Background: an optimization exercise with open tools, aiming at small area and a short achievable clock period. Do not read the settings as production practice. Function was checked by simulation only, so behaviour that the tests miss may differ from the original. Power is estimated from default activity; no workload was simulated.

==> flow/design.v (excerpt) <==
module hbm_line_codec (
  input  wire         clk,
  input  wire         rst,            
  input  wire         in_valid,
  input  wire         in_write,       
  input  wire [5:0]   in_mask,        
  input  wire [32:0]  in_addr,        
  input  wire [255:0] in_line,        
  input  wire [215:0] in_wdata,       
  output reg          out_valid,
  output reg  [1:0]   out_class,      
  output wire         out_status,     
  output wire [5:0]   out_word_err,   
  output wire [215:0] out_data,       
  output reg          out_wb,         
  output wire [255:0] out_line        
);
For scale: roughly 2,500 cells after synthesis, roughly 24,000 µm² of cells after synthesis.
clock: 10.0 ns
lec_check: 0
cap_margin: 20
core_area: 4 4 346 346
die_area: 0 0 350 350
setup_slack_margin: 5
slew_margin: 20
standard.sh (not shown) runs the stock make flow with config.mk's settings and CLKGATE_MAP_FILE= SYNTH_SCRIPT=/design/flow/synth_recipe.tcl, a recipe that flattens the netlist after the stock synthesis.
==> flow/flow/run.sh <==
#!/bin/bash
# Layout flow: the standard flow, with the smallest buffer on the ports.
# Each ORFS step writes its full log under orfs/logs/; make's own output goes
# to standard.log.
set -euo pipefail
bash standard.sh BUFFER_PORTS_ARGS="-buffer_cell sky130_fd_sc_hd__buf_1" finish > standard.log 2>&1
Change:
==> flow/flow/run.sh (replaced) <==
#!/bin/bash
# Layout flow: the standard flow, with the smallest buffer on the ports
# and timing repair aimed at a setup slack of 6.5 ns.
# Each ORFS step writes its full log under orfs/logs/; make's own output goes
# to standard.log.
set -euo pipefail
bash standard.sh BUFFER_PORTS_ARGS="-buffer_cell sky130_fd_sc_hd__buf_1" \
  SETUP_SLACK_MARGIN=6.5 finish > standard.log 2>&1
Outcome: Total power went up by well over a third; critical path depth went down by 7; die area does not change; cell count went up by a little under a tenth; clock power went up by a few percent; hold slack improves by 0.039 ns; cell area went up by well over a third; combinational power went up by well over a third.
Change:
==> flow/flow/run.sh (replaced) <==
#!/bin/bash
# Layout flow: the standard flow, with the smallest buffer on the ports
# and the pins one routing track apart.
# Each ORFS step writes its full log under orfs/logs/; make's own output goes
# to standard.log.
set -euo pipefail
bash standard.sh BUFFER_PORTS_ARGS="-buffer_cell sky130_fd_sc_hd__buf_1" \
  SETUP_SLACK_MARGIN=5.3 PLACE_PINS_ARGS="-min_distance 1 -min_distance_in_tracks" finish > standard.log 2>&1
- CORE_AREA: 4 4 346 346 -> 4 4 246 246
- DIE_AREA: 0 0 350 350 -> 0 0 250 250
Total power fell by about 33%. Worst hold slack improved by 0.027 ns. Cell area went down by about 40%. Critical path depth is unchanged. Setup slack is worse by 0.10 ns.
Change:
==> flow/flow/run.sh (replaced) <==
#!/bin/bash
# Layout flow: the standard flow, with the smallest buffer on the ports,
# the pins one routing track apart, a lighter clock tree, and timing repair
# aimed at a setup slack of 5.3 ns.
# Each ORFS step writes its full log under orfs/logs/; make's own output goes
# to standard.log.
set -euo pipefail
bash standard.sh BUFFER_PORTS_ARGS="-buffer_cell sky130_fd_sc_hd__buf_1" \
  SETUP_SLACK_MARGIN=5.45 PLACE_PINS_ARGS="-min_distance 1 -min_distance_in_tracks" \
  CTS_ARGS="-sink_clustering_enable -repair_clock_nets -dont_use_dummy_load -buf_list {sky130_fd_sc_hd__clkbuf_8} -sink_clustering_size 16 -sink_clustering_max_diameter 60" \
  finish > standard.log 2>&1
- The new run ran to the end with no violations
- wire length came out higher by 4.6%
- worst hold slack degrades by 0.031 ns
- die area stays the same
- via count rose by 1.2%
- global-route usage went up by 1.1 points
- core utilization increases by 0.39 points
- synthesized area is unchanged
- worst setup slack improves by 0.13 ns
- final cell count increases by 0.34%
Change:
--- a/flow/flow/run.sh
+++ b/flow/flow/run.sh
@@ -8,3 +8,3 @@
 bash standard.sh BUFFER_PORTS_ARGS="-buffer_cell sky130_fd_sc_hd__buf_1" \
-  SETUP_SLACK_MARGIN=5.45 PLACE_PINS_ARGS="-min_distance 1 -min_distance_in_tracks" \
+  SETUP_SLACK_MARGIN=5.3 PLACE_PINS_ARGS="-min_distance 1 -min_distance_in_tracks" \
   CTS_ARGS="-sink_clustering_enable -repair_clock_nets -dont_use_dummy_load -buf_list {sky130_fd_sc_hd__clkbuf_8} -sink_clustering_size 16 -sink_clustering_max_diameter 60" \
- CORE_AREA: 4 4 246 246 -> 4 4 226 226
- DIE_AREA: 0 0 250 250 -> 0 0 230 230
After rerunning:
- via count stays flat
- cell area falls by about 3.7%
- sequential power is about the same
- clock-buffer cell count rises by 1
- setup slack loses 0.10 ns
- core utilization rises by 7.0 points
- wire length falls by about 4%
Change:
- CORE_AREA: 4 4 226 226 -> 4 4 246 246
- DIE_AREA: 0 0 230 230 -> 0 0 250 250
- PLACE_DENSITY: default -> 0.8
Result: Count of clock-buffer cells in the layout climbs by 1. Combinational power is about the same. Utilization drops by 8.9 points. Clock power climbs by about 2%. Via count climbs by 4.3%. Sequential cell count stays the same.

-- afterwards: timing with drivers on the ports --
The results above use ideal ports. As a check the final layouts listed here were re-extracted and re-timed, cells and wires unchanged.
Step 1 assumes that a clkbuf_16 drives the clock port and a buf_2 every other input.
Step 2 moves the port delays by t, midway between the first and last clock arrival at a register: inputs arrive t later, outputs are due t later. That takes back most of the time a late clock gives input paths.
Three values: ideal, step 1, step 2; two values: the first two.
| run | shift t [ns] | setup WS [ns] | worst register clock-pin slew, ns | worst data-port slew with drivers (ns) |
|---|---|---|---|---|
| the first run | 0.671 | 5.005 / 4.960 / 4.376 | 0.07 / 0.07 | 0.22 |
| the second run | 0.651 | 5.393 / 5.323 / 4.794 | 0.06 / 0.06 | 0.18 |
| the third run | 0.605 | 5.292 / 5.231 / 4.755 | 0.06 / 0.06 | 0.11 |
| the fourth run | 0.627 | 5.423 / 5.366 / 4.897 | 0.11 / 0.11 | 0.10 |
| the fifth run | 0.641 | 5.321 / 5.267 / 4.812 | 0.10 / 0.10 | 0.12 |
| the sixth run | 0.631 | 5.200 / 5.144 / 4.749 | 0.11 / 0.11 | 0.15 |
After both steps every run listed still meets setup and hold. For the first run, which loses most, drivers alone change the setup slack by -0.045 ns; drivers and shift together by -0.629 ns.
